What follows belongs to an exercise in optimizing a design on an open flow for small area, a short achievable clock period and few clock cycles; a production flow would make more cautious choices.
Where RTL was checked, it was by simulation tests only, not by an equivalence proof against the original.
For runs 5 and 6, only the layout was checked, not whether the RTL still works.
No activity file was given, so power comes from the tool's default toggle rates.

## design/flow/design.v

```verilog
module rill_cost (
    input  wire        clk,
    input  wire        rst,         
    input  wire        in_valid,
    output wire        in_ready,
    input  wire [11:0] in_data,
    input  wire        in_lg,       
    input  wire        in_last,     
    output reg         grp_valid,
    output reg  [3:0]  grp_k0,
    output reg  [3:0]  grp_k1,
    output reg  [3:0]  grp_k2,
    output reg         res_valid,
    output reg  [1:0]  res_pred,
    output reg  [15:0] res_len
);
    assign in_ready = 1'b1;
    reg        r_rst;
    reg        r_v;
    reg        r_lg;
    reg        r_last;
    reg [11:0] r_x;
    always @(posedge clk) begin
        r_rst  <= rst;
        r_v    <= in_valid;
        r_lg   <= in_lg;
        r_last <= in_last;
        r_x    <= in_data;
    end
    wire v = r_v & ~r_rst;
    reg        in_blk;       
    reg        cur_lg;       
    reg        fresh;        
    reg [11:0] x0;           
    reg [11:0] xp1;          
    reg [11:0] xp2;          
    reg [3:0]  gc;           
    wire ns = v & (~in_blk | (r_lg != cur_lg));    
    wire vr = v & ~ns;                              
    wire [3:0] gc_base = fresh ? 4'd0 : gc;
    wire       gdone   = vr & ((gc_base == 4'd15) | r_last);
    wire [12:0] e0 = {1'b0, r_x} - {1'b0, x0};
    wire [12:0] e1 = {1'b0, r_x} - {1'b0, xp1};
    wire [13:0] e2 = {2'b0, r_x} + {2'b0, xp2} - {1'b0, xp1, 1'b0};
    wire [13:0] z0 = {1'b0, {e0[11:0], 1'b0} ^ {13{e0[12]}}};
    wire [13:0] z1 = {1'b0, {e1[11:0], 1'b0} ^ {13{e1[12]}}};
    wire [13:0] z2 = {e2[12:0], 1'b0} ^ {14{e2[13]}};
    function [4:0] code_bits(input [13:0] zz, input integer k);
        reg [13:0] q;
        begin
            q = zz >> k;
            if (q < 16) code_bits = q[4:0] + 5'd1 + k;
            else        code_bits = 5'd30;
        end
    endfunction
    wire [7:0] acc [0:41];
    genvar gp, gk;
    generate
        for (gp = 0; gp < 3; gp = gp + 1) begin : g_p
            wire [13:0] zp = (gp == 0) ? z0 : (gp == 1) ? z1 : z2;
            for (gk = 0; gk < 14; gk = gk + 1) begin : g_k
                if (gp < 2 && gk == 13) begin : g_fix
                    assign acc[gp*14+gk] = 8'd0;
                end else begin : g_acc
                    reg  [7:0] a;
                    wire [4:0] cb  = vr ? code_bits(zp, gk) : 5'd0;
                    wire [7:0] av = fresh ? 8'd0 : a;
                    wire [7:0] bv = {3'd0, cb};
                    wire [8:0] c;
                    wire [7:0] s;
                    assign c[0] = 1'b0;
                    genvar gb;
                    for (gb = 0; gb < 8; gb = gb + 1) begin : g_b
                        assign s[gb]   = av[gb] ^ bv[gb] ^ c[gb];
                        assign c[gb+1] = (av[gb] & bv[gb]) | (c[gb] & (av[gb] ^ bv[gb]));
                    end
                    if ((gp < 2 && gk >= 11) || gk == 13) begin : g_nosat
                        always @(posedge clk) a <= s;
                    end else begin : g_sat
                        always @(posedge clk) a <= s | {8{c[8]}};
                    end
                    assign acc[gp*14+gk] = a;
                end
            end
        end
    endgenerate
    reg cl;      
    reg res2;    
    reg ns2;     
    reg last2;   
    always @(posedge clk) begin
        if (r_rst) begin
            in_blk <= 1'b0;
            cur_lg <= 1'b0;
            fresh  <= 1'b1;
            gc     <= 4'd0;
            cl     <= 1'b0;
            res2   <= 1'b0;
            ns2    <= 1'b0;
            last2  <= 1'b0;
        end else begin
            cl    <= gdone | (ns & ~fresh);
            res2  <= vr;
            ns2   <= ns;
            last2 <= v & r_last;
            gc    <= gc_base + {3'd0, vr};
            if (ns)      fresh <= 1'b1;
            else if (vr) fresh <= gdone;
            if (v) begin
                in_blk <= ~r_last;
                cur_lg <= r_lg;
            end
        end
        if (v) begin
            xp1 <= r_x;
            xp2 <= ns ? r_x : xp1;
            if (ns) x0 <= r_x;
        end
    end
    function [21:0] argmin14(input [111:0] c, input [13:0] en);    
        reg [13:0] cand, b;
        reg [7:0]  mv;
        reg        any0;
        integer i, j;
        begin
            cand = en;
            for (j = 7; j >= 0; j = j - 1) begin
                for (i = 0; i < 14; i = i + 1) b[i] = c[i*8+j];
                any0  = |(cand & ~b);
                mv[j] = ~any0;
                cand  = cand & ~(b & {14{any0}});
            end
            argmin14 = {cand, mv};
        end
    endfunction
    function [3:0] first14(input [13:0] m);
        integer i;
        begin
            first14 = 4'd0;
            for (i = 13; i >= 0; i = i - 1)
                if (m[i]) first14 = i;
        end
    endfunction
    wire [111:0] cost0, cost1, cost2;
    generate
        for (gk = 0; gk < 13; gk = gk + 1) begin : g_cost
            assign cost0[gk*8 +: 8] = acc[gk];
            assign cost1[gk*8 +: 8] = acc[14+gk];
        end
        for (gk = 0; gk < 14; gk = gk + 1) begin : g_cost2
            assign cost2[gk*8 +: 8] = acc[28+gk];
        end
    endgenerate
    assign cost0[111:104] = 8'd0;
    assign cost1[111:104] = 8'd0;
    wire [21:0] am0 = argmin14(cost0, 14'h1fff);
    wire [21:0] am1 = argmin14(cost1, 14'h1fff);
    wire [21:0] am2 = argmin14(cost2, 14'h3fff);
    reg        res3;         
    reg        ns3;          
    reg        last3;        
    reg [7:0]  mv0, mv1, mv2;        
    reg [13:0] bm0, bm1, bm2;        
    always @(posedge clk) begin
        if (r_rst) begin
            res3      <= 1'b0;
            ns3       <= 1'b0;
            last3     <= 1'b0;
        end else begin
            res3      <= res2;
            ns3       <= ns2;
            last3     <= last2;
        end
        bm0 <= am0[21:8];
        bm1 <= am1[21:8];
        bm2 <= am2[21:8];
        mv0 <= (cl & ~r_rst) ? am0[7:0] : 8'd0;
        mv1 <= (cl & ~r_rst) ? am1[7:0] : 8'd0;
        mv2 <= (cl & ~r_rst) ? am2[7:0] : 8'd0;
    end
    wire       cl3 = |mv0;
    always @(posedge clk) begin
        grp_valid <= cl3 & ~r_rst;
        grp_k0 <= first14(bm0);
        grp_k1 <= first14(bm1);
        grp_k2 <= first14(bm2);
    end
    function [14:0] radd15(input [14:0] x, input [14:0] y);
        reg c;
        integer i;
        begin
            c = 1'b0;
            for (i = 0; i < 15; i = i + 1) begin
                radd15[i] = x[i] ^ y[i] ^ c;
                c = (x[i] & y[i]) | (c & (x[i] ^ y[i]));
            end
        end
    endfunction
    reg        start;        
    reg        fin;          
    reg [14:0] tot0, tot1, tot2;     
    reg [12:0] dq;           
    reg [7:0]  cq;           
    always @(posedge clk) begin
        if (r_rst) begin
            start <= 1'b1;
            fin   <= 1'b0;
        end else begin
            start <= last3;
            fin   <= last3;
        end
        tot0 <= radd15(start ? 15'd0 : tot0, {7'd0, mv0});
        tot1 <= radd15(start ? 15'd0 : tot1, {7'd0, mv1});
        tot2 <= radd15(start ? 15'd0 : tot2, {7'd0, mv2});
        dq   <= (start ? 13'd0 : dq) + (res3 ? 13'd3 : 13'd0) - (cl3 ? 13'd1 : 13'd0);
        cq   <= (start ? 8'd0 : cq) + (ns3 ? 8'd3 : 8'd0) + (cl3 ? 8'd1 : 8'd0);
    end
    wire [14:0] st = {dq, 2'b00};
    wire        s01 = tot1 < tot0;
    wire [14:0] m01 = s01 ? tot1 : tot0;
    wire        s23 = st < tot2;
    wire [14:0] m23 = s23 ? st : tot2;
    wire        sf  = m23 < m01;
    wire [14:0] mn  = sf ? m23 : m01;
    always @(posedge clk) begin
        res_valid <= fin & ~r_rst;
        res_pred <= sf ? {1'b1, s23} : {1'b0, s01};
        res_len  <= {1'b0, mn} + {6'd0, cq, 2'b00};
    end
endmodule
```

## design/flow/flow/run.sh

```bash
#!/bin/bash
set -euo pipefail
HERE=$(pwd)
R=$HERE/orfs/results/sky130hd/rill_cost/base
ARGS=("BUFFER_PORTS_ARGS=-buffer_cell sky130_fd_sc_hd__buf_2"
      SETUP_SLACK_MARGIN=32.5 TNS_END_PERCENT=100)

bash standard.sh "${ARGS[@]}" synth > standard_synth.log 2>&1

cp "$R/1_2_yosys.v" "$HERE/standard_synth.v"
YOSYS=yosys
[[ -x "$FLOW_HOME/../tools/install/yosys/bin/yosys" ]] && YOSYS="$FLOW_HOME/../tools/install/yosys/bin/yosys"
DONT_USE=$(sed -n '/^export DONT_USE_CELLS/,/^$/p' "$FLOW_HOME/platforms/sky130hd/config.mk" | grep -o 'sky130_fd_sc_hd__[a-z0-9_]*' | tr '\n' ' ')
LIB_FILE="$FLOW_HOME/platforms/sky130hd/lib/sky130_fd_sc_hd__tt_025C_1v80.lib" \
STD_NETLIST="$HERE/standard_synth.v" OUT_NETLIST="$R/1_2_yosys.v" TOP="$FLOW_TOP" \
DONT_USE="$DONT_USE" ABC_D=6500 ABC_SCRIPT="$HERE/flow/remap.abc" \
    "$YOSYS" -c "$HERE/flow/remap.tcl" > remap.log 2>&1
rm -f "$R/1_synth.odb" "$R/1_synth.sdc"

bash standard.sh "${ARGS[@]}" finish > standard_finish.log 2>&1
```

## design/flow/flow/remap.abc

```
strash
&get -n
&fraig -x
&put
scorr
dc2
strash
&get -n
&dch -f
&nf
&put
topo
stime -c
buffer -c
upsize -c
dnsize -c
```

## design/flow/flow/remap.tcl

```tcl
# Maps the standard synthesis's logic again with its registers left as
# they are. Every sequential cell (and the tie cell) is kept as a black box,
# so each register keeps its name and cell type; the gates between them are
# read as their library functions, flattened and mapped anew by ABC with
# flow/remap.abc, then tied off and buffered as the standard synthesis does.
set lib $::env(LIB_FILE)
yosys read_liberty -overwrite -ignore_miss_func -ignore_miss_dir -ignore_miss_data_latch $lib
set keep {}
foreach c [split [exec grep -o {sky130_fd_sc_hd__[a-z0-9_]*} $::env(STD_NETLIST) | sort -u] "\n"] {
    if {[regexp {__(dfx|edf|df|sdf|sedf|dl|conb)} $c]} { lappend keep $c }
}
puts "kept as black boxes: $keep"
yosys blackbox {*}$keep
yosys read_verilog $::env(STD_NETLIST)
yosys hierarchy -top $::env(TOP)
yosys flatten
yosys opt_clean
# the library's cells again, as black boxes, for the cells ABC places
yosys read_liberty -lib -nooverwrite -ignore_miss_dir -ignore_miss_data_latch $lib
yosys stat -liberty $lib
set du {}
foreach c $::env(DONT_USE) { lappend du -dont_use $c }
yosys abc -liberty $lib {*}$du -D $::env(ABC_D) -script $::env(ABC_SCRIPT)
yosys opt_clean -purge
yosys hilomap -singleton -hicell sky130_fd_sc_hd__conb_1 HI -locell sky130_fd_sc_hd__conb_1 LO
yosys insbuf -buf sky130_fd_sc_hd__buf_4 A X
yosys check -assert -mapped
yosys stat -liberty $lib
yosys write_verilog -noattr -nohex -nodec $::env(OUT_NETLIST)
```

## design/flow/standard.sh

```bash
#!/bin/bash
# synth_recipe.tcl (not shown) runs the flow's synth.tcl, then flattens the netlist and writes it again
# the make line also repeats each setting of config.mk as NAME=value (left out here)
make -C /OpenROAD-flow-scripts/flow DESIGN_CONFIG=/design/flow/config.mk WORK_HOME=/design/flow/orfs CLKGATE_MAP_FILE= SYNTH_SCRIPT=/design/flow/synth_recipe.tcl "${@:-finish}"
```

## design/flow/config.mk

```make
export PLATFORM = sky130hd
export DESIGN_NAME = rill_cost
export DESIGN_NICKNAME = rill_cost
export VERILOG_FILES = /design/flow/design.v
export SDC_FILE = /design/flow/constraint.sdc
export NUM_CORES = 4
export LEC_CHECK = 0
export ABC_AREA = 1
export CAP_MARGIN = 20
export CORE_MARGIN = 2
export CORE_UTILIZATION = 40
export CTS_CLUSTER_DIAMETER = 80
export CTS_CLUSTER_SIZE = 30
export SLEW_MARGIN = 20
```

## design/flow/constraint.sdc

```tcl
create_clock -name core_clock -period 42.0 [get_ports {clk}]
set_input_delay 8.4000 -clock core_clock [delete_from_list [all_inputs] [get_ports {clk}]]
set_output_delay 8.4000 -clock core_clock [all_outputs]
set_load 0.01 [all_outputs]
```

==> results.yml, run 1 <==
floorplanning:
  core_area_um2: 79000
  ios: 50
  fp.dieW_um: 286
  die_height_um: 286
  start_util_pct: 40.4
  placementRows: 103
  dieArea_um2: 82100
placement:
  finalWeightedCongestion: 0.903
  pre_cts_ws_ps: 31920
  hpwl_um: 69500
  io_buffers: 48
setup_path:
  required_ps: 33600
  r2r_end: "bm2[11]"
  endpoint_kind: "primary output"
  r2r_slack_ps: 32830
  r2r-start: "g_p[2].g_k[3].g_acc.a[7]"
  max_stage_delay_ps: 370
  path_cells: "buf_6"
  critPathSlowestCell: "dfxtp_4"
  arrival_ps: 1090
  reg2reg_depth: 30
  crit_buf_inv: 1
  crit_family: "flip-flops"
  cp_max_fo: 1
  worstSetupPathType: "flip-flop to primary output"
  cp-start-kind: "flip-flop"
grt:
  use_met3_pct: 2.46
  grt.busiest_layer: "met2"
  antenna_found_initial: 1
  grt_max_degree: 200
  grt_pass1_vias: 26200
  overflow: 0
  grt_util_met1_pct: 32.1
  track_usage_pct: 22.1
  grt_pass1_wl_um: 146000
  grt_util_met2_pct: 35.1
timing:
  slew-limit-headroom_pct: 28.8
  worst_slew_pin_slew_ps: 1070
  fin_crit_ps: 9490
  setup_viol: 0
  maxSlewViolCount: 0
  hold_violations: 0
  rsz0062_at_grt: "yes"
  setup_tns_ps: 0
  postLayoutSetupSlackWorst_ps: 32510
  fin_crit_sh_pct: 22.6
  clock.fmax_ghz: 0.105
  finalClockSkew_ps: 43.2
clock_tree:
  cts_tree: "built"
  clkTransAtPathRegs_ps: 100
  root_buffer: "clkbuf_16"
  clock_sinks: 550
  ctsHoldBuffers: 0
  cts_made_buffers: 38
  cts_buffer_depth: 3
  clk_latency_ps: 620
  h-tree-depth: 2
hold_path:
  hold_end: "res3"
  hold_depth: 1
  hold_path.class: "flip-flop to flip-flop"
  hp-start: "res2"
layout:
  syn_to_final_growth_pct: 8.57
  antenna_cells: 0
  nFillCells: 8000
  post-route-util_pct: 43.9
  seqCellArea_um2: 11400
  finalNetCount: 4060
  multiInputGateArea_um2: 19500
  drive_above_1_share_pct: 5.67
route:
  routed_wl_um: 92500
  drtAntennaViolNets: 0
  dr.pass1.iters: 5
  vias: 28600
  first_iter_violations: 2354
  routed_via_density: 5.59
  routedWlPerCell_um: 18.1
  drcViolationCount: 0
synthesis:
  syn_avg_cell_area_um2: 7.87
  syn_nets: 4073
  synth_cells: 4056
  synth_area_um2: 31900
  synth_warnings: 1
power_and_ir_drop:
  ir_drop_uv: 27.5
  pwr_density_cell_nw_per_um2: 39.8
  power.total_mw: 1.38
  leakage_nw: 14.1
outcome:
  status: "timing/DRC/antenna clean"
run:
  cap_violations: 0
[state kept, by name (all words and copies together) (netlist names), 13 cells and up]
name / count
bm0: 13
bm1: 13
bm2: 14
dq: 13
g_p.g_k.g_acc.a: 320
res_len: 16
tot0: 15
tot1: 15
tot2: 15
[through the flow]
stage / hold WS [ps] / instances / instance area [um^2]
2_1_floorplan: 406 / 4056 / 31900
3_3_place_gp: 418 / 5051 / 33200
3_5_place_dp: 427 / 5051 / 33200
4_1_cts: 454 / 5121 / 34500
5_1_grt: 464 / 5123 / 34600
6_report: 449 / 5123 / 34600
[worst max path at each step]
stage | startpoint | to | slack, ps | cells past startpoint
3_5_place_dp | g_p[1].g_k[2].g_acc.a[7] | bm1[7] | 31920 | 29
6_report | grp_valid | grp_valid | 32510 | 1
2_1_floorplan | grp_k0[0] | grp_k0[0] | 33270 | 0
4_1_cts | res_len[0] | res_len[0] | 32470 | 1
5_1_grt | res_len[0] | res_len[0] | 32480 | 1
3_3_place_gp | g_p[1].g_k[2].g_acc.a[7] | bm1[0] | 31910 | 29
[area by class of cell]
class	count	area share, %
Multi-Input combinational cell	3224	56.4
Sequential cell	550	32.9
Clock inverter	23	0.813
Tap cell	1050	3.79
Timing Repair Buffer	70	1.33
Inverter	159	1.74
Clock buffer	47	3.09
[worst register-to-register path: cells and delay by family, from the launching register on]
| family | cells | cell delay (ps) |
|---|---|---|
| compound gates | 14 | 3290 |
| flops | 1 | 410 |
| simple gates | 16 | 5330 |
[per-layer routing]
| metal | wire (um) | up-vias | share of wire [%] |
|---|---|---|---|
| met1 | 44900 | 13500 | 49 |
| met3 | 5050 | 105 | 5.5 |
| met2 | 40800 | 786 | 44 |
| li1 | - | 14200 | - |
| met4 | 1730 | 2 | 1.9 |
| met5 | 13 | - | 0.014 |
[layout by cell type, fill, tap and decap left out, types with 20 or more instances in the layout]
| master | n |
|---|---|
| o22ai_1 | 73 |
| nand3_1 | 85 |
| o21ai_0 | 185 |
| a221o_1 | 47 |
| and2_1 | 63 |
| a221oi_1 | 22 |
| a21o_1 | 92 |
| buf_4 | 22 |
| buf_2 | 42 |
| edfxtp_1 | 36 |
| mux2i_1 | 22 |
| and3_1 | 59 |
| dfxtp_1 | 505 |
| nor2_1 | 426 |
| maj3_1 | 64 |
| a21oi_1 | 370 |
| a211oi_1 | 58 |
| nand2_1 | 541 |
| xor2_1 | 82 |
| nor2b_1 | 154 |
| nor4_1 | 34 |
| inv_1 | 156 |
| a31oi_1 | 23 |
| nand2b_1 | 53 |
| a21boi_0 | 32 |
| nand4_1 | 20 |
| nor3_1 | 62 |
| xnor2_1 | 346 |
| clkbuf_16 | 41 |
[power breakdown]
group | internal (mW) | total, mW | switching (mW)
Sequential | 0.560 | 0.593 | 0.0335
Clock | 0.200 | 0.423 | 0.223
Combinational | 0.136 | 0.362 | 0.227
[timing repair]
| action | in CTS | in global routing |
|---|---|---|
| setup buffers | 0 | 0 |
| setup endpoints to repair | 35 | 50 |
| resized for setup | 13 | 22 |
| cloned | 0 | 2 |
| pin swaps | 0 | 2 |
Testbench counts, summed over its fixed seeds: cycles 81,576.
==> run 2: changes to the inputs <==
==> design/flow/flow/remap.abc (replaced) <==
strash
&get -n
&fraig -x
&put
scorr
dc2
strash
&get -n
&st
&dch -f -C 200
&nf -R 1000 -E 100 -C 32
&put
topo
stime -c
buffer -c
upsize -c
dnsize -c
==> run 2 against run 1 <==
Clock power fell by 4%. Area after synthesis down 2.0%. Non-clock buffer count grew 11. Cell count fell by 0.14%. Combinational power rose by 1%. Wire length shrank 4.3%. Synthesized cell count is 0.12% lower. Critical path depth is the same. Largest cell class unchanged. Largest power group unchanged. Highest routed layer unchanged.
==> results.yml, run 2 <==
placement:
  io_buffers: 48
  dp.cells: 5046
  hpwl_um: 67300
  dpl_cell_area_um2: 32600
  finalWeightedCongestion: 0.893
  pre_cts_ws_ps: 32790
setup_path:
  path_depth: 1
  r2r_end: "bm0[1]"
  required_ps: 33600
  r2r-start: "g_p[0].g_k[7].g_acc.a[7]"
  crit_family: "flip-flops"
  critPathSlowestCell: "dfxtp_1"
  cp_max_fo: 1
  cp-start-kind: "flip-flop"
  endpoint_kind: "primary output"
  path_cells: "buf_2"
  worstSetupEndpoint: "grp_k1[0]"
  reg2reg_depth: 33
  crit_buf_inv: 1
  startpoint: "grp_k1[0]"
  arrival_ps: 1030
  worstSetupPathType: "flip-flop to primary output"
  max_stage_delay_ps: 320
  r2r_slack_ps: 33300
synthesis:
  syn_nets: 4068
  synth_cells: 4051
  synth_warnings: 1
  synth_area_um2: 31300
  syn_avg_cell_area_um2: 7.72
layout:
  seqCellArea_um2: 11400
  multiInputGateArea_um2: 18800
  top_regs: "g_p.g_k.g_acc.a x320, res_len x16"
  syn_to_final_growth_pct: 8.49
  final_common_cell: "nand2_1"
  finalNetCount: 4066
  layoutNonFillerInstCount: 5116
  drive_above_1_share_pct: 4.96
  nFillCells: 7910
  stdcell_area_um2: 33900
  final_cell_mix: "597 x nand2_1, 513 x dfxtp_1, 468 x a21oi_1"
  post-route-util_pct: 43.8
  largest_reg_flops: 320
  regMostFlops: "g_p.g_k.g_acc.a"
timing:
  hold_violations: 0
  setup_tns_ps: 0
  slew-limit-headroom_pct: 27.8
  worst_slew_pin_slew_ps: 1070
  postLayoutSetupSlackWorst_ps: 32570
  setup_viol: 0
  finalClockSkew_ps: 29.0
  fin_crit_sh_pct: 22.5
  clock.fmax_ghz: 0.106
  fin_crit_ps: 9430
  rsz0062_at_grt: "no"
  whs_ps: 442
  maxSlewViolCount: 0
floorplanning:
  start_util_pct: 40.4
  ios: 50
  die_height_um: 284
  placementRows: 102
  dieArea_um2: 80400
  fp.dieW_um: 284
  core_area_um2: 77500
grt:
  antenna_found_initial: 3
  grt_max_degree: 152
  grt_pass1_wl_um: 140000
  overflow: 0
  track_usage_pct: 21.4
  grt_pass1_vias: 25100
clock_tree:
  clkTransAtPathRegs_ps: 90
  cts_buffer_depth: 3
  clk_latency_ps: 590
  ctsHoldBuffers: 0
  h-tree-depth: 2
  root_buffer: "clkbuf_16"
  cts_made_buffers: 35
  cts_tree: "built"
  clock_sinks: 550
power_and_ir_drop:
  pwr_density_cell_nw_per_um2: 40.1
  ir_drop_uv: 27.5
  power.total_mw: 1.36
  leakage_nw: 14.1
outcome:
  status: "timing/DRC/antenna clean"
hold_path:
  hold_path.class: "flip-flop to flip-flop"
  hp-start: "bm2[0]"
  hold_depth: 1
route:
  first_iter_violations: 2161
  drcViolationCount: 0
  routed_via_density: 5.41
  vias: 27700
  routed_wl_um: 88500
  drtAntennaViolNets: 0
  dr.pass1.iters: 5
  routedWlPerCell_um: 17.3
run:
  cap_violations: 0
==> run 2: how the worst min path moves through the flow <==
stage               slack (ps)        end
floorplan                  410      start
global placement           420      last3
detailed placement         430       res3
CTS                        440  grp_k2[0]
global route               490  grp_k1[0]
finish                     440  grp_k2[0]
==> run 2: repair_timing <==
item,CTS,global route
resized for setup,0,5
setup buffers,0,6
endpoints found under the setup margin,0,49
==> run 2: routing by layer <==
metal / track usage [%] / share of wire [%] / vias up
met5: 0 / 0.014 / -
met3: 2.64 / 5.3 / 91
met1: 30.8 / 48 / 12900
met2: 34.2 / 44 / 617
li1: - / - / 14100
met4: 4.64 / 1.9 / 2
==> run 2: layout make-up <==
cell class                      count  share of cell area (%)
Clock inverter                     21                   0.915
Tap cell                         1040                    3.84
Antenna cell                        1                 0.00738
Sequential cell                   550                    33.5
Timing Repair Buffer               81                    1.48
Clock buffer                       42                    2.84
Inverter                          162                    1.82
Multi-Input combinational cell   3219                    55.6
==> run 2: where the power goes <==
part	total [mW]	switching, mW	internal, mW
Combinational	0.366	0.232	0.134
Sequential	0.590	0.0302	0.560
Clock	0.404	0.219	0.186
Total	1.36	0.481	0.880
==> run 3: changes to the inputs <==
--- a/design/flow/config.mk
+++ b/design/flow/config.mk
@@ -8,7 +8,7 @@
 export ABC_AREA = 1
 export CAP_MARGIN = 20
 export CORE_MARGIN = 2
-export CORE_UTILIZATION = 40
+export CORE_UTILIZATION = 55
 export CTS_CLUSTER_DIAMETER = 80
 export CTS_CLUSTER_SIZE = 30
 export SLEW_MARGIN = 20
==> run 3 against run 2 <==
Still clean. Wire length rose by 3.1%. First-iteration DRC count rose by 3.2%. Clock skew fell by 9.0 ps. Power rose by 0.47%. Worst hold slack got worse by 1.0 ps. Synthesized cell count did not move. Core utilization rose by 16 points. Design area fell by 0.99%. Sequential share of layout area rose by 0.34 points. Combinational power fell by 1%. Sequential power barely moved. Register-to-register slack got worse by 370 ps.
==> results.yml, run 3 <==
hold_path:
  hold_depth: 1
  hold_path.class: "flip-flop to flip-flop"
clock_tree:
  ctsHoldBuffers: 0
  cts_made_buffers: 37
  cts_tree: "built"
  cts_buffer_depth: 3
  root_buffer: "clkbuf_16"
  clkTransAtPathRegs_ps: 90
  clock_sinks: 550
  clk_latency_ps: 600
  h-tree-depth: 2
timing:
  maxSlewViolCount: 0
  slew-limit-headroom_pct: 32.8
  clock.fmax_ghz: 0.106
  rsz0062_at_grt: "no"
  worst_slew_pin_slew_ps: 1000
  whs_ps: 441
  fin_crit_ps: 9430
  hold_violations: 0
  postLayoutSetupSlackWorst_ps: 32570
  setup_viol: 0
  fin_crit_sh_pct: 22.5
  setup_tns_ps: 0
  finalClockSkew_ps: 20.0
setup_path:
  worstSetupPathType: "flip-flop to primary output"
  cp-start-kind: "flip-flop"
  r2r-start: "g_p[1].g_k[2].g_acc.a[7]"
  critPathSlowestCell: "dfxtp_1"
  startpoint: "res_len[11]"
  reg2reg_depth: 33
  path_depth: 1
  worstSetupEndpoint: "res_len[11]"
  required_ps: 33600
  arrival_ps: 1030
  crit_family: "flip-flops"
  crit_buf_inv: 1
  max_stage_delay_ps: 330
  r2r_end: "bm1[2]"
  path_cells: "buf_2"
  r2r_slack_ps: 32930
  cp_max_fo: 1
  endpoint_kind: "primary output"
placement:
  pre_cts_ws_ps: 31550
  hpwl_um: 69500
  finalWeightedCongestion: 0.960
  io_buffers: 48
  dp.cells: 4761
power_and_ir_drop:
  p_sw_uw: 472
  leakage_nw: 14.1
  comb_power_share_pct: 26.4
  seqPwrFrac_pct: 43.4
  pwr_density_cell_nw_per_um2: 40.7
  p_sw_share_pct: 34.5
  p_int_uw: 895
  ir_drop_uv: 38.7
  clkPwrFrac_pct: 30.2
run:
  cap_violations: 0
grt:
  grt_max_degree: 100
  grt_pass1_vias: 26500
  track_usage_pct: 30.1
  use_met3_pct: 3.87
  grt_pass1_wl_um: 143000
  grt_util_met2_pct: 48.9
  grt.busiest_layer: "met2"
  grt_util_met1_pct: 42.3
  antenna_found_initial: 0
  overflow: 0
layout:
  final_cell_mix: "598 x nand2_1, 513 x dfxtp_1, 468 x a21oi_1"
  layoutNonFillerInstCount: 4833
  largest_reg_flops: 320
  seqCellArea_um2: 11400
  antenna_cells: 0
  syn_to_final_growth_pct: 7.41
  finalNetCount: 4068
  regMostFlops: "g_p.g_k.g_acc.a"
  drive_above_1_share_pct: 5.13
  top_regs: "g_p.g_k.g_acc.a x320, res_len x16"
  post-route-util_pct: 59.7
  final_common_cell: "nand2_1"
  multiInputGateArea_um2: 18800
  nFillCells: 5196
route:
  drcViolationCount: 0
  routed_via_density: 5.96
  routed_wl_um: 91200
  first_iter_violations: 2230
  drtAntennaViolNets: 0
  routedWlPerCell_um: 18.9
  dr.pass1.iters: 6
  vias: 28800
synthesis:
  syn_avg_cell_area_um2: 7.72
  synth_area_um2: 31300
  syn_nets: 4068
  synth_cells: 4051
  synth_warnings: 1
floorplanning:
  dieArea_um2: 58800
  core_area_um2: 56300
  fp.dieW_um: 242
  start_util_pct: 55.5
  placementRows: 87
  ios: 50
  die_height_um: 242
outcome:
  status: "timing/DRC/antenna clean"
## run 3: per-layer routing
metal | wire [um] | part of all wire (%) | vias to the layer above
met4 | 2060 | 2.3 | 0
met5 | 0 | 0 | -
met2 | 41300 | 45 | 1026
li1 | - | - | 14000
met1 | 41600 | 46 | 13600
met3 | 6260 | 6.9 | 133
## run 3: how the worst min path moves through the flow
stage,startpoint,end,slack [ps]
after floorplan,last3,start,410
after global placement,last3,start,420
after detailed placement,fin,res_valid,430
after CTS,bm1[0],grp_k1[0],440
after global routing,bm1[0],grp_k1[0],460
final,bm1[0],grp_k1[0],440
## run 3: cell type report
class                           instances  area share (%)
Sequential cell                       550            33.9
Inverter                              162            1.83
Multi-Input combinational cell       3219            56.1
Clock buffer                           41            2.92
Timing Repair Buffer                   81            1.45
Tap cell                              756            2.82
Clock inverter                         24           0.969
## run 3: through the flow
stage                     area [um^2]  power, mW
after global routing            33600       1.43
after global placement          32200      0.954
after CTS                       33600       1.37
final                           33600       1.37
after detailed placement        32200      0.960
after floorplan                 31300      0.860
## run 3: timing repair
action | CTS | global route
resized for setup | 4 | 5
endpoints found under the setup margin | 29 | 47
buffers inserted | 7 | 0
pin swaps | 3 | 1
## run 3: worst register-to-register path: cells and delay by family (launching register included)
family,cells,cell delay (ps)
flops,1,420
simple gates,18,5150
buf+inv,1,220
compound gates,14,3120
## run 3: power by group through the flow
stage	registers (mW)	clock network, mW	logic (mW)
6_report	0.593	0.413	0.361
5_1_grt	0.597	0.440	0.398
4_1_cts	0.592	0.420	0.358
3_5_place_dp	0.604	0	0.356
3_3_place_gp	0.603	0	0.351
2_1_floorplan	0.596	0	0.264
==> run 4: changes to the inputs <==
==> design/flow/flow/remap.abc (replaced) <==
strash
&get -n
&fraig -x
&put
scorr
dc2
strash
&get -n
&dch -f
&nf
&put
topo
stime -c
buffer -c
upsize -c
dnsize -c
--- a/design/flow/config.mk
+++ b/design/flow/config.mk
@@ -8,7 +8,7 @@
 export ABC_AREA = 1
 export CAP_MARGIN = 20
 export CORE_MARGIN = 2
-export CORE_UTILIZATION = 55
+export CORE_UTILIZATION = 40
 export CTS_CLUSTER_DIAMETER = 80
 export CTS_CLUSTER_SIZE = 30
 export SLEW_MARGIN = 20
==> run 4 against run 3 <==
Sequential share of layout area shrank 1.0 points. Non-clock buffer count shrank 11. Clock-buffer cell count grew 6. Design area grew 3.2%. Critical path depth is the same. Sequential cell count is the same. Combinational power is essentially flat. Largest power group unchanged.
==> results.yml, run 4 <==
outcome:
  status: "timing/DRC/antenna clean"
setup_path:
  required_ps: 33600
  worstSetupPathType: "flip-flop to primary output"
  crit_buf_inv: 1
  cp-start-kind: "flip-flop"
  critPathSlowestCell: "dfxtp_4"
  r2r-start: "g_p[2].g_k[3].g_acc.a[7]"
  r2r_end: "bm2[11]"
  max_stage_delay_ps: 370
  crit_family: "flip-flops"
  path_depth: 1
  reg2reg_depth: 30
  r2r_slack_ps: 32830
  path_cells: "buf_6"
  cp_max_fo: 1
  endpoint_kind: "primary output"
  arrival_ps: 1090
clock_tree:
  clk_latency_ps: 620
  root_buffer: "clkbuf_16"
  cts_tree: "built"
  cts_setup_buffers: 0
  ctsHoldBuffers: 0
  clkTransAtPathRegs_ps: 100
  cts_made_buffers: 38
  h-tree-depth: 2
  clock_sinks: 550
  cts_buffer_depth: 3
hold_path:
  hp-start: "res2"
  hold_depth: 1
  hold_end: "res3"
  hold_path.class: "flip-flop to flip-flop"
layout:
  regMostFlops: "g_p.g_k.g_acc.a"
  finalNetCount: 4060
  final_cell_mix: "541 x nand2_1, 505 x dfxtp_1, 426 x nor2_1"
  stdcell_area_um2: 34600
  syn_to_final_growth_pct: 8.57
  post-route-util_pct: 43.9
  largest_reg_flops: 320
  drive_above_1_share_pct: 5.67
  final_common_cell: "nand2_1"
  antenna_cells: 0
  top_regs: "g_p.g_k.g_acc.a x320, res_len x16"
synthesis:
  synth_warnings: 1
  syn_nets: 4073
  syn_avg_cell_area_um2: 7.87
  synth_cells: 4056
  synth_area_um2: 31900
grt:
  grt_pass1_vias: 26200
  overflow: 0
  grt_pass1_wl_um: 146000
  track_usage_pct: 22.1
  antenna_found_initial: 1
  grt_max_degree: 200
run:
  cap_violations: 0
floorplanning:
  ios: 50
  start_util_pct: 40.4
  fp.dieW_um: 286
  dieArea_um2: 82100
  die_height_um: 286
  placementRows: 103
  core_area_um2: 79000
route:
  dr.pass1.iters: 5
  drcViolationCount: 0
  vias: 28600
  first_iter_violations: 2354
  drtAntennaViolNets: 0
  routed_via_density: 5.59
  routedWlPerCell_um: 18.1
  routed_wl_um: 92500
timing:
  maxSlewViolCount: 0
  hold_violations: 0
  setup_tns_ps: 0
  setup_viol: 0
  fin_crit_ps: 9490
  fin_crit_sh_pct: 22.6
  slew-limit-headroom_pct: 28.8
  clock.fmax_ghz: 0.105
  finalClockSkew_ps: 43.2
  worst_slew_pin_slew_ps: 1070
  rsz0062_at_grt: "yes"
placement:
  finalWeightedCongestion: 0.903
  dpl_cell_area_um2: 33200
  io_buffers: 48
  hpwl_um: 69500
power_and_ir_drop:
  pwr_density_cell_nw_per_um2: 39.8
  ir_drop_uv: 27.5
  leakage_nw: 14.1
-- run 4: report_power, final --
| group | internal, mW | switching, mW | leakage (nW) | total [mW] |
|---|---|---|---|---|
| clock network | 0.200 | 0.223 | 0.664 | 0.423 |
| registers | 0.560 | 0.0335 | 4.52 | 0.593 |
| logic | 0.136 | 0.227 | 8.96 | 0.362 |
| total | 0.896 | 0.483 | 14.1 | 1.38 |
-- run 4: worst max-delay path by stage --
stage,start,to,slack [ps]
after floorplan,grp_k0[0],grp_k0[0],33270
after global placement,g_p[1].g_k[2].g_acc.a[7],bm1[0],31910
after detailed placement,g_p[1].g_k[2].g_acc.a[7],bm1[7],31920
after CTS,res_len[0],res_len[0],32470
after global routing,res_len[0],res_len[0],32480
final,grp_valid,grp_valid,32510
-- run 4: area by class of cell --
cell class | count | area [um^2]
Inverter | 159 | 604
Multi-Input combinational cell | 3224 | 19500
Fill cell | 8000 | 44400
Clock inverter | 23 | 282
Timing Repair Buffer | 70 | 460
Clock buffer | 47 | 1070
Sequential cell | 550 | 11400
Tap cell | 1050 | 1310
-- run 4: metal layers --
metal	track usage (%)	part of all wire [%]	up-vias
li1	-	-	14200
met4	4.95	1.9	2
met2	35.1	44	786
met3	2.46	5.5	105
met5	0	0.014	-
met1	32.1	49	13500
-- run 4: timing repair --
action / in CTS / in global routing
cloned: 0 / 2
endpoints found under the setup margin: 35 / 50
gates resized for setup: 13 / 22
pin swaps: 0 / 2
endpoints found under the hold margin: 0 / 0
-- run 4: per-stage QoR --
| stage | instances | setup WS, ps | hold WS [ps] | power, mW |
|---|---|---|---|---|
| 6_report | 5123 | 32510 | 449 | 1.38 |
| 5_1_grt | 5123 | 32480 | 464 | 1.45 |
| 4_1_cts | 5121 | 32470 | 454 | 1.39 |
| 3_5_place_dp | 5051 | 31920 | 427 | 0.963 |
| 3_3_place_gp | 5051 | 31910 | 418 | 0.960 |
| 2_1_floorplan | 4056 | 33270 | 406 | 0.858 |
==> run 5: changes to the inputs <==
--- a/design/flow/design.v
+++ b/design/flow/design.v
@@ -76,8 +76,10 @@
                     end
                     if ((gp < 2 && gk >= 11) || gk == 13) begin : g_nosat
                         always @(posedge clk) a <= s;
-                    end else begin : g_sat
-                        always @(posedge clk) a <= s | {8{c[8]}};
+                    end else if (gp < 2) begin : g_sat01
+                        always @(posedge clk) a <= s | {{4{c[8]}}, 4'd0};
+                    end else begin : g_sat2
+                        always @(posedge clk) a <= s | {{4{c[8]}}, 3'd0, c[8]};
                     end
                     assign acc[gp*14+gk] = a;
                 end
==> design/flow/flow/remap.abc (replaced) <==
strash
&get -n
&fraig -x
&put
scorr
dc2
strash
&get -n
&st
&dch -f -C 200
&nf -R 1000 -E 100 -C 32
&put
topo
stime -c
buffer -c
upsize -c
dnsize -c
==> run 5 against run 4 <==
Still clean. Sequential power shrank 2%. Cell count shrank 2.4%. Combinational power shrank 8.3%. Clock skew is essentially flat. Highest routed layer is now met4.
==> results.yml, run 5 <==
route:
  wl_met1_um: 43100
  vias: 27000
  dr.pass1.iters: 5
  routedWlPerCell_um: 17.1
  dr_wl_met2_um: 35800
  first_iter_violations: 2180
  routed-wl-met3_um: 4430
  routed_via_density: 5.40
  drtAntennaViolNets: 0
  top_layer_used: "met4"
  routed_wl_um: 85400
  drcViolationCount: 0
setup_path:
  critPathSlowestCell: "dfxtp_2"
  endpoint_kind: "primary output"
  cp-start-kind: "flip-flop"
  cp_max_fo: 1
  path_cells: "buf_2"
  crit_family: "flip-flops"
  worstSetupPathType: "flip-flop to primary output"
  reg2reg_depth: 30
  max_stage_delay_ps: 320
  crit_buf_inv: 1
  r2r-start: "g_p[2].g_k[8].g_acc.a[7]"
  required_ps: 33600
  r2r_end: "bm2[2]"
  r2r_slack_ps: 33390
  path_depth: 1
  arrival_ps: 1060
hold_path:
  hold_end: "start"
  hold_depth: 1
  hp-start: "last3"
  hold_path.class: "flip-flop to flip-flop"
floorplanning:
  placementRows: 101
  fp.dieW_um: 282
  core_area_um2: 76100
  die_height_um: 282
  dieArea_um2: 79300
  start_util_pct: 40.5
  ios: 50
layout:
  final_common_cell: "nand2_1"
  nFillCells: 7735
  top_regs: "g_p.g_k.g_acc.a x320, res_len x16"
  final_cell_mix: "536 x nand2_1, 508 x dfxtp_1, 430 x a21oi_1"
  syn_to_final_growth_pct: 8.64
  post-route-util_pct: 44.0
  antenna_cells: 0
  regMostFlops: "g_p.g_k.g_acc.a"
  finalNetCount: 3956
  seqCellArea_um2: 11400
  drive_above_1_share_pct: 5.54
  multiInputGateArea_um2: 18300
  largest_reg_flops: 320
grt:
  grt_pass1_wl_um: 135000
  grt_max_degree: 134
  grt_pass1_vias: 24500
  antenna_found_initial: 3
  overflow: 0
  track_usage_pct: 21.3
timing:
  fin_crit_sh_pct: 22.5
  setup_viol: 0
  fin_crit_ps: 9460
  hold_violations: 0
  worst_slew_pin_slew_ps: 981
  rsz0062_at_grt: "no"
  slew-limit-headroom_pct: 34.4
  clock.fmax_ghz: 0.106
  setup_tns_ps: 0
  maxSlewViolCount: 0
  finalClockSkew_ps: 42.7
placement:
  hpwl_um: 64700
  finalWeightedCongestion: 0.879
  io_buffers: 48
synthesis:
  syn_avg_cell_area_um2: 7.82
  syn_nets: 3956
  synth_area_um2: 30800
  synth_cells: 3939
  synth_warnings: 1
power_and_ir_drop:
  leakage_nw: 13.3
  ir_drop_uv: 23.8
  pwr_density_cell_nw_per_um2: 40.1
clock_tree:
  cts_made_buffers: 38
  clkTransAtPathRegs_ps: 90
  clock_sinks: 550
  root_buffer: "clkbuf_16"
  clk_latency_ps: 620
  cts_tree: "built"
  cts_buffer_depth: 3
  ctsHoldBuffers: 0
  h-tree-depth: 2
run:
  cap_violations: 0
outcome:
  status: "timing/DRC/antenna clean"
[run 5: worst max path at each step]
stage,startpoint,end
floorplan,grp_k0[0],grp_k0[0]
global placement,g_p[2].g_k[8].g_acc.a[7],bm2[7]
detailed placement,g_p[2].g_k[8].g_acc.a[7],bm2[2]
CTS,grp_k0[0],grp_k0[0]
global route,grp_k2[1],grp_k2[1]
finish,grp_k2[1],grp_k2[1]
[run 5: what timing repair did]
action / CTS / global route
buffers inserted: 0 / 5
setup endpoints to repair: 2 / 32
pin swaps: 0 / 2
resized for setup: 3 / 7
[run 5: report_power, final]
| group | switching, mW | internal [mW] | total, mW | leakage [nW] |
|---|---|---|---|---|
| clock network | 0.232 | 0.197 | 0.429 | 0.679 |
| registers | 0.0243 | 0.556 | 0.580 | 4.51 |
| logic | 0.212 | 0.120 | 0.332 | 8.15 |
[run 5: layer usage]
layer / global-route usage (%) / vias up
met5: 0 / -
met3: 2.68 / 102
met4: 5.65 / 0
met2: 32.4 / 657
li1: - / 13700
met1: 31.5 / 12500
[run 5: per-stage QoR]
stage               hold slack [ps]  total power, mW  std cells  instance area [um^2]  setup WS, ps
CTS                             442             1.35       4994                 33400         32500
global route                    466             1.41       4999                 33500         32500
global placement                416            0.919       4924                 32000         32790
detailed placement              420            0.921       4924                 32000         32740
finish                          438             1.34       4999                 33500         32540
floorplan                       406            0.834       3939                 30800         33270
[run 5: cell type report]
| class | instances | area share [%] |
|---|---|---|
| Tap cell | 1030 | 3.85 |
| Clock inverter | 28 | 1.23 |
| Timing Repair Buffer | 82 | 1.57 |
| Sequential cell | 550 | 34.0 |
| Inverter | 154 | 1.75 |
| Multi-Input combinational cell | 3113 | 54.6 |
| Clock buffer | 42 | 2.98 |
==> run 6: changes to the inputs <==
--- a/design/flow/config.mk
+++ b/design/flow/config.mk
@@ -9,6 +9,7 @@
 export CAP_MARGIN = 20
 export CORE_MARGIN = 2
 export CORE_UTILIZATION = 40
+export CTS_BUF_LIST = sky130_fd_sc_hd__clkbuf_8 sky130_fd_sc_hd__clkbuf_16
 export CTS_CLUSTER_DIAMETER = 80
 export CTS_CLUSTER_SIZE = 30
 export SLEW_MARGIN = 20
==> run 6 against run 5 <==
Critical path depth is the same. Cell count is the same. Still clean on timing, DRC and antenna. Sequential share of layout area is the same. Non-clock buffer count is the same. Maximum frequency is essentially flat. Clock skew shrank 1.6 ps. Design area is the same.
==> results.yml, run 6 <==
outcome:
  status: "timing/DRC/antenna clean"
power_and_ir_drop:
  ir_drop_uv: 23.8
  pwr_density_cell_nw_per_um2: 40.0
  leakage_nw: 13.3
  power.total_mw: 1.34
timing:
  hold_violations: 0
  setup_viol: 0
  rsz0062_at_grt: "no"
  maxSlewViolCount: 0
  fin_crit_sh_pct: 22.5
  fin_crit_ps: 9460
  whs_ps: 438
  finalClockSkew_ps: 41.2
  setup_tns_ps: 0
  slew-limit-headroom_pct: 34.3
  clock.fmax_ghz: 0.106
  worst_slew_pin_slew_ps: 982
layout:
  post-route-util_pct: 44.0
  antenna_cells: 0
  regMostFlops: "g_p.g_k.g_acc.a"
  largest_reg_flops: 320
  top_regs: "g_p.g_k.g_acc.a x320, res_len x16"
  nFillCells: 7735
  final_cell_mix: "536 x nand2_1, 508 x dfxtp_1, 430 x a21oi_1"
  stdcell_area_um2: 33500
  final_common_cell: "nand2_1"
  drive_above_1_share_pct: 5.54
  syn_to_final_growth_pct: 8.64
  finalNetCount: 3956
clock_tree:
  root_buffer: "clkbuf_16"
  cts_tree: "built"
  clock_sinks: 550
  clkTransAtPathRegs_ps: 90
  h-tree-depth: 2
  ctsHoldBuffers: 0
  clk_latency_ps: 620
  cts_buffer_depth: 3
  cts_made_buffers: 38
placement:
  finalWeightedCongestion: 0.879
  io_buffers: 48
  hpwl_um: 64700
  dpl_cell_area_um2: 32000
setup_path:
  r2r_slack_ps: 33390
  r2r-start: "g_p[2].g_k[8].g_acc.a[7]"
  crit_family: "flip-flops"
  cp_max_fo: 1
  worstSetupPathType: "flip-flop to primary output"
  arrival_ps: 1060
  critPathSlowestCell: "dfxtp_2"
  required_ps: 33600
  cp-start-kind: "flip-flop"
  endpoint_kind: "primary output"
  crit_buf_inv: 1
  path_cells: "buf_2"
  startpoint: "grp_k2[1]"
  max_stage_delay_ps: 320
synthesis:
  syn_nets: 3956
  synth_cells: 3939
  synth_area_um2: 30800
  synth_warnings: 1
  syn_avg_cell_area_um2: 7.82
grt:
  grt_pass1_wl_um: 135000
  grt_pass1_vias: 24500
  overflow: 0
  grt_max_degree: 134
  antenna_found_initial: 3
  track_usage_pct: 21.3
floorplanning:
  dieArea_um2: 79300
  placementRows: 101
  ios: 50
  fp.dieW_um: 282
  start_util_pct: 40.5
  core_area_um2: 76100
  die_height_um: 282
run:
  cap_violations: 0
route:
  drtAntennaViolNets: 0
  routed_via_density: 5.39
  routedWlPerCell_um: 17.1
  routed_wl_um: 85400
  first_iter_violations: 2180
  dr.pass1.iters: 6
  drcViolationCount: 0
  vias: 27000
hold_path:
  hold_path.class: "flip-flop to flip-flop"
  hp-start: "last3"
-- run 6: what timing repair did --
| action | in CTS | in global routing |
|---|---|---|
| endpoints found under the hold margin | 0 | 0 |
| setup endpoints to repair | 2 | 32 |
| setup buffers | 0 | 5 |
| pin swaps | 0 | 2 |
| gates resized for setup | 3 | 7 |
-- run 6: path summary, 6_finish.rpt --
path               endpoint  cells after the start
setup / recovery  grp_k2[1]                      1
hold / removal        start                      1
setup reg to reg     bm2[2]                     30
hold reg to reg       start                      1
-- run 6: cell type report --
cell class	count	area [um^2]	area share, %
Multi-Input combinational cell	3113	18300	54.6
Sequential cell	550	11400	34.0
Tap cell	1030	1290	3.85
Clock buffer	40	990	2.96
Inverter	154	586	1.75
Timing Repair Buffer	82	527	1.57
Clock inverter	30	420	1.26
-- run 6: per-stage QoR --
step | std cells | setup slack, ps
floorplan | 3939 | 33270
global placement | 4924 | 32790
detailed placement | 4924 | 32740
CTS | 4994 | 32500
global route | 4999 | 32500
finish | 4999 | 32540
-- run 6: metal layers --
| metal | global-route usage, % | share of wire, % | up-vias |
|---|---|---|---|
| li1 | - | - | 13700 |
| met1 | 31.5 | 51 | 12500 |
| met2 | 32.4 | 42 | 661 |
| met3 | 2.68 | 5.1 | 102 |
| met4 | 5.65 | 2.4 | 0 |
| met5 | 0 | 0 | - |
-- run 6: where the power goes --
group | internal, mW | switching, mW
sequential | 0.556 | 0.0242
combinational | 0.120 | 0.212
clock | 0.196 | 0.232
total | 0.872 | 0.468
==> run 7: changes to the inputs <==
--- a/design/flow/design.v
+++ b/design/flow/design.v
@@ -162,7 +162,7 @@
     reg        ns3;          
     reg        last3;        
     reg [7:0]  mv0, mv1, mv2;        
-    reg [13:0] bm0, bm1, bm2;        
+    reg [3:0]  bk0, bk1, bk2;        
     always @(posedge clk) begin
         if (r_rst) begin
             res3      <= 1'b0;
@@ -173,9 +173,9 @@
             ns3       <= ns2;
             last3     <= last2;
         end
-        bm0 <= am0[21:8];
-        bm1 <= am1[21:8];
-        bm2 <= am2[21:8];
+        bk0 <= first14(am0[21:8]);
+        bk1 <= first14(am1[21:8]);
+        bk2 <= first14(am2[21:8]);
         mv0 <= (cl & ~r_rst) ? am0[7:0] : 8'd0;
         mv1 <= (cl & ~r_rst) ? am1[7:0] : 8'd0;
         mv2 <= (cl & ~r_rst) ? am2[7:0] : 8'd0;
@@ -183,9 +183,9 @@
     wire       cl3 = |mv0;
     always @(posedge clk) begin
         grp_valid <= cl3 & ~r_rst;
-        grp_k0 <= first14(bm0);
-        grp_k1 <= first14(bm1);
-        grp_k2 <= first14(bm2);
+        grp_k0 <= bk0;
+        grp_k1 <= bk1;
+        grp_k2 <= bk2;
     end
     function [14:0] radd15(input [14:0] x, input [14:0] y);
         reg c;
--- a/design/flow/flow/run.sh
+++ b/design/flow/flow/run.sh
@@ -3,7 +3,7 @@
 HERE=$(pwd)
 R=$HERE/orfs/results/sky130hd/rill_cost/base
 ARGS=("BUFFER_PORTS_ARGS=-buffer_cell sky130_fd_sc_hd__buf_2"
-      SETUP_SLACK_MARGIN=32.5 TNS_END_PERCENT=100)
+      SETUP_SLACK_MARGIN=32.8 TNS_END_PERCENT=100)
 
 bash standard.sh "${ARGS[@]}" synth > standard_synth.log 2>&1
 
--- a/design/flow/config.mk
+++ b/design/flow/config.mk
@@ -9,7 +9,6 @@
 export CAP_MARGIN = 20
 export CORE_MARGIN = 2
 export CORE_UTILIZATION = 40
-export CTS_BUF_LIST = sky130_fd_sc_hd__clkbuf_8 sky130_fd_sc_hd__clkbuf_16
 export CTS_CLUSTER_DIAMETER = 80
 export CTS_CLUSTER_SIZE = 30
 export SLEW_MARGIN = 20
==> run 7 against run 6 <==
Cell count decreased by 1.9%. Setup slack worse by 9.3 ps. Sequential cell count fell by 28. Worst hold slack worse by 110 ps. Clock power down about 10%. Critical endpoint is now grp_valid. Clock skew barely moved. Die area down 2.2%. Wire length grew 0.63%. Critical path depth unchanged. Largest power group unchanged. Power decreased by 10%. Maximum frequency barely moved. Core utilization is 0.13 points higher.
==> results.yml, run 7 <==
grt:
  track_usage_pct: 21.5
  antenna_found_initial: 4
  grt_pass1_wl_um: 135000
  grt_pass1_vias: 24100
  grt_max_degree: 94
  overflow: 0
layout:
  syn_to_final_growth_pct: 9.06
  top_regs: "g_p.g_k.g_acc.a x320, res_len x16"
  seqCellArea_um2: 10800
  drive_above_1_share_pct: 6.00
  antenna_cells: 0
  largest_reg_flops: 320
  final_cell_mix: "505 x nand2_1, 474 x dfxtp_1, 435 x nor2_1"
  nFillCells: 7486
  multiInputGateArea_um2: 18400
  finalNetCount: 3927
  final_common_cell: "nand2_1"
  regMostFlops: "g_p.g_k.g_acc.a"
placement:
  pre_cts_ws_ps: 31770
  io_buffers: 48
  hpwl_um: 65200
  finalWeightedCongestion: 0.903
power_and_ir_drop:
  p_sw_uw: 415
  comb_power_share_pct: 22.9
  power.total_mw: 1.20
  clkPwrFrac_pct: 32.0
  p_int_uw: 790
  seqPwrFrac_pct: 45.1
  pwr_density_cell_nw_per_um2: 36.7
  p_sw_share_pct: 34.4
  ir_drop_uv: 33.7
  leakage_nw: 13.4
route:
  routedWlPerCell_um: 17.5
  drtAntennaViolNets: 0
  vias: 26700
  routed_via_density: 5.45
  drcViolationCount: 0
  routed_wl_um: 85900
  first_iter_violations: 2196
  dr.pass1.iters: 6
floorplanning:
  die_height_um: 278
  ios: 50
  start_util_pct: 40.5
  placementRows: 100
  fp.dieW_um: 278
  dieArea_um2: 77500
  core_area_um2: 74400
timing:
  fin_crit_sh_pct: 22.5
  fin_crit_ps: 9470
  worst_slew_pin_slew_ps: 941
  rsz0062_at_grt: "yes"
  postLayoutSetupSlackWorst_ps: 32530
  maxSlewViolCount: 0
  hold_violations: 0
  finalClockSkew_ps: 41.2
  slew-limit-headroom_pct: 36.8
  clock.fmax_ghz: 0.106
  setup_tns_ps: 0
  setup_viol: 0
clock_tree:
  cts_tree: "built"
  h-tree-depth: 2
  ctsHoldBuffers: 0
  clkTransAtPathRegs_ps: 110
  clk_latency_ps: 600
  cts_made_buffers: 34
  cts_buffer_depth: 3
  clock_sinks: 522
  root_buffer: "clkbuf_16"
setup_path:
  path_cells: "buf_6"
  crit_buf_inv: 1
  r2r-start: "g_p[1].g_k[2].g_acc.a[7]"
  required_ps: 33600
  endpoint_kind: "primary output"
  r2r_end: "bk1[2]"
  worstSetupPathType: "flip-flop to primary output"
  cp_max_fo: 1
  max_stage_delay_ps: 370
  cp-start-kind: "flip-flop"
  critPathSlowestCell: "dfxtp_2"
  startpoint: "grp_valid"
  reg2reg_depth: 39
  r2r_slack_ps: 33410
  arrival_ps: 1070
  crit_family: "flip-flops"
hold_path:
  hold_depth: 0
  hold_path.class: "flip-flop to flip-flop"
  hold_end: "grp_k1[2]"
  hp-start: "bk1[2]"
run:
  cap_violations: 0
synthesis:
  syn_avg_cell_area_um2: 7.75
  syn_nets: 3907
  synth_cells: 3890
  synth_area_um2: 30100
  synth_warnings: 1
outcome:
  status: "timing/DRC/antenna clean"
[run 7: cell count changes in the layout (fill, tap and decap cells not counted), sizes merged, moves of 10 or more]
cell	before	now
nand2	544	516
or4	21	9
dfxtp	514	486
a21boi	42	32
nor2b	95	123
xor2	104	93
inv	171	144
buf	82	95
nor2	426	436
a21oi	435	412
a21o	121	158
and2	29	40
o21ai	183	207
[run 7: area by class of cell]
cell class | count | share of cell area [%]
Multi-Input combinational cell | 3123 | 56.0
Sequential cell | 522 | 33.0
Tap cell | 969 | 3.69
Clock buffer | 36 | 2.74
Timing Repair Buffer | 95 | 2.05
Inverter | 134 | 1.55
Clock inverter | 25 | 1.02
[run 7: routing by layer]
layer | wire length, um | up-vias | track usage, %
li1 | - | 13600 | -
met1 | 43700 | 12500 | 32.2
met2 | 36800 | 597 | 33.2
met3 | 4210 | 69 | 2.52
met4 | 1260 | 0 | 4.16
met5 | 0 | - | 0
[run 7: power by group through the flow]
stage          combinational [mW]  clock, mW  sequential (mW)
2_1_floorplan               0.204          0            0.547
3_3_place_gp                0.270          0            0.554
3_5_place_dp                0.272          0            0.554
4_1_cts                     0.274      0.396            0.543
5_1_grt                     0.306      0.414            0.547
6_report                    0.276      0.385            0.543
[run 7: timing repair]
action / in CTS / in global routing
gates resized for setup: 21 / 20
gates cloned: 0 / 2
buffers inserted: 5 / 19
setup endpoints to repair: 41 / 49
pin swaps: 2 / 8
[run 7: worst max path at each step]
| stage | to | cells after the start |
|---|---|---|
| 3_3_place_gp | bk2[0] | 38 |
| 5_1_grt | res_len[0] | 1 |
| 2_1_floorplan | grp_k0[0] | 0 |
| 3_5_place_dp | bk2[0] | 38 |
| 6_report | grp_valid | 1 |
| 4_1_cts | res_len[0] | 1 |
[run 7: through the flow]
stage,util [%],hold slack (ps),cells,cell area [um^2]
3_5_place_dp,42.0,314,4817,31300
4_1_cts,43.8,334,4883,32600
6_report,44.1,330,4904,32900
3_3_place_gp,42.0,310,4817,31300
2_1_floorplan,-,310,3890,30100
5_1_grt,44.1,342,4904,32900
[run 7: worst reg2reg max path, delay by kind of cell (launching register included)]
family,cells,cell delay [ps]
AOI/OAI and AO/OA,16,3150
buffers and inverters,4,720
DFF,1,410
and+or+nand+nor,19,4230
Testbench counts of run 7, summed over its fixed seeds: cycles 81,576.
==> run 8: changes to the inputs <==
--- a/design/flow/flow/run.sh
+++ b/design/flow/flow/run.sh
@@ -3,7 +3,7 @@
 HERE=$(pwd)
 R=$HERE/orfs/results/sky130hd/rill_cost/base
 ARGS=("BUFFER_PORTS_ARGS=-buffer_cell sky130_fd_sc_hd__buf_2"
-      SETUP_SLACK_MARGIN=32.8 TNS_END_PERCENT=100)
+      SETUP_SLACK_MARGIN=32.5 TNS_END_PERCENT=100)
 
 bash standard.sh "${ARGS[@]}" synth > standard_synth.log 2>&1
 
==> run 8 against run 7 <==
Clock-buffer cell count stayed put. Cell count is 0.22% lower. Critical endpoint unchanged. Register-to-register slack got worse by 450 ps. Synthesized cell count did not move. Die area unchanged.
==> results.yml, run 8 <==
floorplanning:
  fp.dieW_um: 278
  placementRows: 100
  dieArea_um2: 77500
  core_area_um2: 74400
  die_height_um: 278
  ios: 50
  start_util_pct: 40.5
placement:
  hpwl_um: 65200
  pre_cts_ws_ps: 31770
  finalWeightedCongestion: 0.903
  io_buffers: 48
  dpl_cell_area_um2: 31300
route:
  routed_via_density: 5.46
  drcViolationCount: 0
  routed_wl_um: 85400
  drtAntennaViolNets: 0
  dr.pass1.iters: 7
  vias: 26700
  routedWlPerCell_um: 17.5
  first_iter_violations: 1928
setup_path:
  cp_max_fo: 1
  critPathSlowestCell: "dfxtp_2"
  required_ps: 33600
  arrival_ps: 1070
  max_stage_delay_ps: 370
  cp-start-kind: "flip-flop"
  path_cells: "buf_6"
  worstSetupPathType: "flip-flop to primary output"
  crit_family: "flip-flops"
  crit_buf_inv: 1
  endpoint_kind: "primary output"
power_and_ir_drop:
  leakage_nw: 13.3
  ir_drop_uv: 33.5
  pwr_density_cell_nw_per_um2: 36.8
clock_tree:
  root_buffer: "clkbuf_16"
  cts_made_buffers: 34
  clock_sinks: 522
  h-tree-depth: 2
  cts_tree: "built"
  clk_latency_ps: 600
  cts_buffer_depth: 3
  clkTransAtPathRegs_ps: 110
  ctsHoldBuffers: 0
grt:
  overflow: 0
  antenna_found_initial: 4
  grt_pass1_wl_um: 135000
  track_usage_pct: 21.5
  grt_max_degree: 94
  grt_pass1_vias: 24000
timing:
  maxSlewViolCount: 0
  setup_tns_ps: 0
  slew-limit-headroom_pct: 38.3
  finalClockSkew_ps: 39.9
  clock.fmax_ghz: 0.106
  setup_viol: 0
  hold_violations: 0
  postLayoutSetupSlackWorst_ps: 32530
  worst_slew_pin_slew_ps: 918
  rsz0062_at_grt: "yes"
  fin_crit_sh_pct: 22.5
  fin_crit_ps: 9470
layout:
  final_common_cell: "nand2_1"
  antenna_cells: 0
  regMostFlops: "g_p.g_k.g_acc.a"
  top_regs: "g_p.g_k.g_acc.a x320, res_len x16"
  largest_reg_flops: 320
  drive_above_1_share_pct: 5.38
  finalNetCount: 3916
  syn_to_final_growth_pct: 8.51
  nFillCells: 7505
  stdcell_area_um2: 32700
  final_cell_mix: "508 x nand2_1, 481 x dfxtp_1, 435 x nor2_1"
synthesis:
  syn_nets: 3907
  synth_area_um2: 30100
  synth_cells: 3890
  syn_avg_cell_area_um2: 7.75
  synth_warnings: 1
hold_path:
  hold_path.class: "flip-flop to flip-flop"
outcome:
  status: "timing/DRC/antenna clean"
run:
  cap_violations: 0
run 8: area by class of cell:
| cell class | count | area (um^2) | area share, % |
|---|---|---|---|
| repair buffers | 86 | 557 | 1.70 |
| flip-flops and latches | 522 | 10800 | 33.1 |
| multi-input cells | 3121 | 18400 | 56.2 |
| well taps | 969 | 1210 | 3.71 |
| clock buffers | 36 | 901 | 2.76 |
| inverters | 134 | 510 | 1.56 |
| clock inverters | 25 | 335 | 1.03 |
run 8: metrics by stage:
stage,hold slack (ps),instances,power [mW],util (%)
2_1_floorplan,310,3890,0.751,-
3_3_place_gp,310,4817,0.825,42.0
6_report,332,4893,1.20,43.9
3_5_place_dp,314,4817,0.826,42.0
4_1_cts,336,4878,1.21,43.7
5_1_grt,342,4893,1.27,43.9
run 8: path summary, 6_finish.rpt:
kind	start	end	slack (ps)	depth (start not counted)
max	grp_valid	grp_valid	32530	1
min	bk1[2]	grp_k1[2]	330	0
max reg2reg	g_p[2].g_k[12].g_acc.a[7]	bk2[0]	32960	39
min reg2reg	bk1[2]	grp_k1[2]	330	0
run 8: layer usage:
layer	track usage [%]	wire [um]	share of wire, %	vias up
met5	0	0	0	-
met4	4.16	1280	1.5	0
met3	2.51	4040	4.7	76
met2	33.2	36600	43	613
met1	32.2	43500	51	12400
li1	-	-	-	13600
run 8: repair_timing:
item	in CTS	in global routing
gates resized for setup	10	8
buffers inserted	0	15
setup endpoints to repair	10	15
pin swaps	0	5
run 8: power breakdown:
| group | internal (mW) | switching, mW | leakage [nW] | total [mW] |
|---|---|---|---|---|
| Sequential | 0.520 | 0.0231 | 4.28 | 0.543 |
| Clock | 0.172 | 0.213 | 0.593 | 0.385 |
| Combinational | 0.0970 | 0.178 | 8.47 | 0.275 |
| Total | 0.789 | 0.414 | 13.3 | 1.20 |
==> run 9: changes to the inputs <==
--- a/design/flow/config.mk
+++ b/design/flow/config.mk
@@ -9,6 +9,6 @@
 export CAP_MARGIN = 20
 export CORE_MARGIN = 2
 export CORE_UTILIZATION = 40
-export CTS_CLUSTER_DIAMETER = 80
-export CTS_CLUSTER_SIZE = 30
+export CTS_CLUSTER_DIAMETER = 60
+export CTS_CLUSTER_SIZE = 50
 export SLEW_MARGIN = 20
==> run 9 against run 8 <==
Still clean on timing, DRC and antenna. Worst hold slack worse by 13 ps. Design area is 2.2% higher. Critical path depth stayed put. First-iteration DRC count is 4.2% higher. Maximum frequency is 0.11% lower. Sequential cell count stayed put. Die area stayed put. Sequential share of layout area is 0.68 points lower. Register-to-register slack better by 20 ps. Critical path type unchanged.
==> results.yml, run 9 <==
timing:
  setup_viol: 0
  slew-limit-headroom_pct: 39.1
  maxSlewViolCount: 0
  setup_tns_ps: 0
  postLayoutSetupSlackWorst_ps: 32520
  clock.fmax_ghz: 0.106
  fin_crit_sh_pct: 22.6
  finalClockSkew_ps: 29.3
  worst_slew_pin_slew_ps: 907
  rsz0062_at_grt: "yes"
  fin_crit_ps: 9480
  hold_violations: 0
setup_path:
  path_cells: "buf_6"
  endpoint_kind: "primary output"
  cp-start-kind: "flip-flop"
  crit_buf_inv: 1
  arrival_ps: 1080
  r2r-start: "g_p[2].g_k[12].g_acc.a[7]"
  r2r_end: "bk2[0]"
  required_ps: 33600
  startpoint: "res_len[0]"
  critPathSlowestCell: "dfxtp_2"
  crit_family: "flip-flops"
  cp_max_fo: 1
  max_stage_delay_ps: 340
  reg2reg_depth: 39
  worstSetupPathType: "flip-flop to primary output"
  r2r_slack_ps: 32980
clock_tree:
  h-tree-depth: 2
  cts_tree: "built"
  cts_made_buffers: 53
  ctsHoldBuffers: 0
  clkTransAtPathRegs_ps: 80
  cts_buffer_depth: 3
  root_buffer: "clkbuf_16"
  clk_latency_ps: 620
  clock_sinks: 522
route:
  vias: 26900
  drcViolationCount: 0
  routed_via_density: 5.45
  drtAntennaViolNets: 0
  routedWlPerCell_um: 17.5
  routed_wl_um: 86100
  first_iter_violations: 2009
  dr.pass1.iters: 5
grt:
  grt_pass1_vias: 24300
  grt_pass1_wl_um: 135000
  overflow: 0
  antenna_found_initial: 3
  grt_max_degree: 94
  track_usage_pct: 21.6
hold_path:
  hp-start: "bk1[2]"
  hold_path.class: "flip-flop to flip-flop"
  hold_depth: 0
  hold_end: "grp_k1[2]"
outcome:
  status: "timing/DRC/antenna clean"
placement:
  hpwl_um: 65200
  pre_cts_ws_ps: 31770
  finalWeightedCongestion: 0.903
  dp.cells: 4817
  io_buffers: 48
layout:
  finalNetCount: 3935
  syn_to_final_growth_pct: 10.8
  drive_above_1_share_pct: 6.31
  largest_reg_flops: 320
  final_common_cell: "nand2_1"
  regMostFlops: "g_p.g_k.g_acc.a"
  layoutNonFillerInstCount: 4933
  top_regs: "g_p.g_k.g_acc.a x320, res_len x16"
  final_cell_mix: "508 x nand2_1, 477 x dfxtp_1, 435 x nor2_1"
floorplanning:
  dieArea_um2: 77500
  die_height_um: 278
  ios: 50
  placementRows: 100
  start_util_pct: 40.5
  fp.dieW_um: 278
  core_area_um2: 74400
power_and_ir_drop:
  leakage_nw: 13.7
  ir_drop_uv: 29.7
  pwr_density_cell_nw_per_um2: 40.1
synthesis:
  syn_nets: 3907
  syn_avg_cell_area_um2: 7.75
  synth_cells: 3890
  synth_area_um2: 30100
  synth_warnings: 1
run:
  cap_violations: 0
## run 9: cell type report
| cell class | instances | area (um^2) |
|---|---|---|
| clock buffers | 57 | 1380 |
| well taps | 969 | 1210 |
| multi-input cells | 3121 | 18400 |
| clock inverters | 43 | 524 |
| diodes | 1 | 2.50 |
| inverters | 134 | 510 |
| fillers | 7434 | 41100 |
| repair buffers | 86 | 582 |
| flip-flops and latches | 522 | 10800 |
## run 9: worst max-delay path by stage
stage                            end  slack [ps]  depth (start not counted)
after detailed placement      bk2[0]       31770                         38
after global routing          bk2[0]       32270                         40
final                     res_len[0]       32520                          1
after floorplan            grp_k0[0]       33270                          0
after CTS                     bk2[0]       32370                         38
after global placement        bk2[0]       31860                         38
## run 9: timing repair
| action | 4_1_cts | 5_1_grt |
|---|---|---|
| hold endpoints to repair | 0 | 0 |
| buffers inserted | 0 | 15 |
| setup endpoints to repair | 13 | 20 |
| gates resized for setup | 15 | 11 |
| pin swaps | 0 | 5 |
## run 9: layer usage
metal	vias to the layer above	share of wire (%)	track usage, %
met5	-	0	0
met4	0	1.8	4.91
met3	102	4.5	2.43
met2	592	43	33.3
met1	12500	51	32.1
li1	13700	-	-
## run 9: metrics by stage
stage          cell area, um^2  power [mW]  utilization [%]  hold WS [ps]
2_1_floorplan            30100       0.751                -           310
3_3_place_gp             31300       0.825             42.0           310
3_5_place_dp             31300       0.826             42.0           314
4_1_cts                  33200        1.35             44.6           321
5_1_grt                  33400        1.40             44.9           332
6_report                 33400        1.34             44.9           319
## run 9: power breakdown
| part | internal [mW] | total (mW) | switching (mW) |
|---|---|---|---|
| combinational | 0.0970 | 0.276 | 0.179 |
| clock | 0.278 | 0.519 | 0.241 |
| sequential | 0.520 | 0.543 | 0.0232 |

[afterwards: timing with drivers on the ports]
The results above use ideal ports. As a check the final layouts listed here were re-extracted and re-timed, cells and wires unchanged.
Step 1, drivers: a clkbuf_16 drives clk and a buf_2 each remaining input, both assumed.
Step 2, shift: input delay + t, output delay - t, t = (earliest + latest rising clock arrival at the registers) / 2. This alone moves slack from input paths to output paths.
a / b / c = ideal ports / drivers / drivers and shift; a / b = the first two.
run | t, ns | setup slack, ns | worst hold slack (ns) | worst setup path at the end | cell pins on the clock port's net
run 1 | 0.659 | 32.513 / 32.450 / 32.833 | 0.449 / 0.449 / 0.449 | register to register | 1
run 2 | 0.645 | 32.565 / 32.499 / 33.144 | 0.442 / 0.442 / 0.442 | register to output | 1
run 3 | 0.647 | 32.568 / 32.505 / 32.931 | 0.441 / 0.441 / 0.441 | register to register | 1
run 4 | 0.659 | 32.513 / 32.450 / 32.833 | 0.449 / 0.449 / 0.449 | register to register | 1
run 5 | 0.661 | 32.540 / 32.479 / 33.139 | 0.438 / 0.438 / 0.438 | register to output | 1
run 6 | 0.659 | 32.541 / 32.479 / 33.138 | 0.438 / 0.438 / 0.438 | register to output | 1
run 7 | 0.649 | 32.531 / 32.465 / 33.114 | 0.330 / 0.330 / 0.330 | register to output | 1
run 8 | 0.652 | 32.533 / 32.466 / 32.963 | 0.332 / 0.332 / 0.332 | register to register | 1
run 9 | 0.679 | 32.523 / 32.456 / 32.976 | 0.319 / 0.319 / 0.319 | register to register | 1
After both steps setup and hold are still met in every run listed.
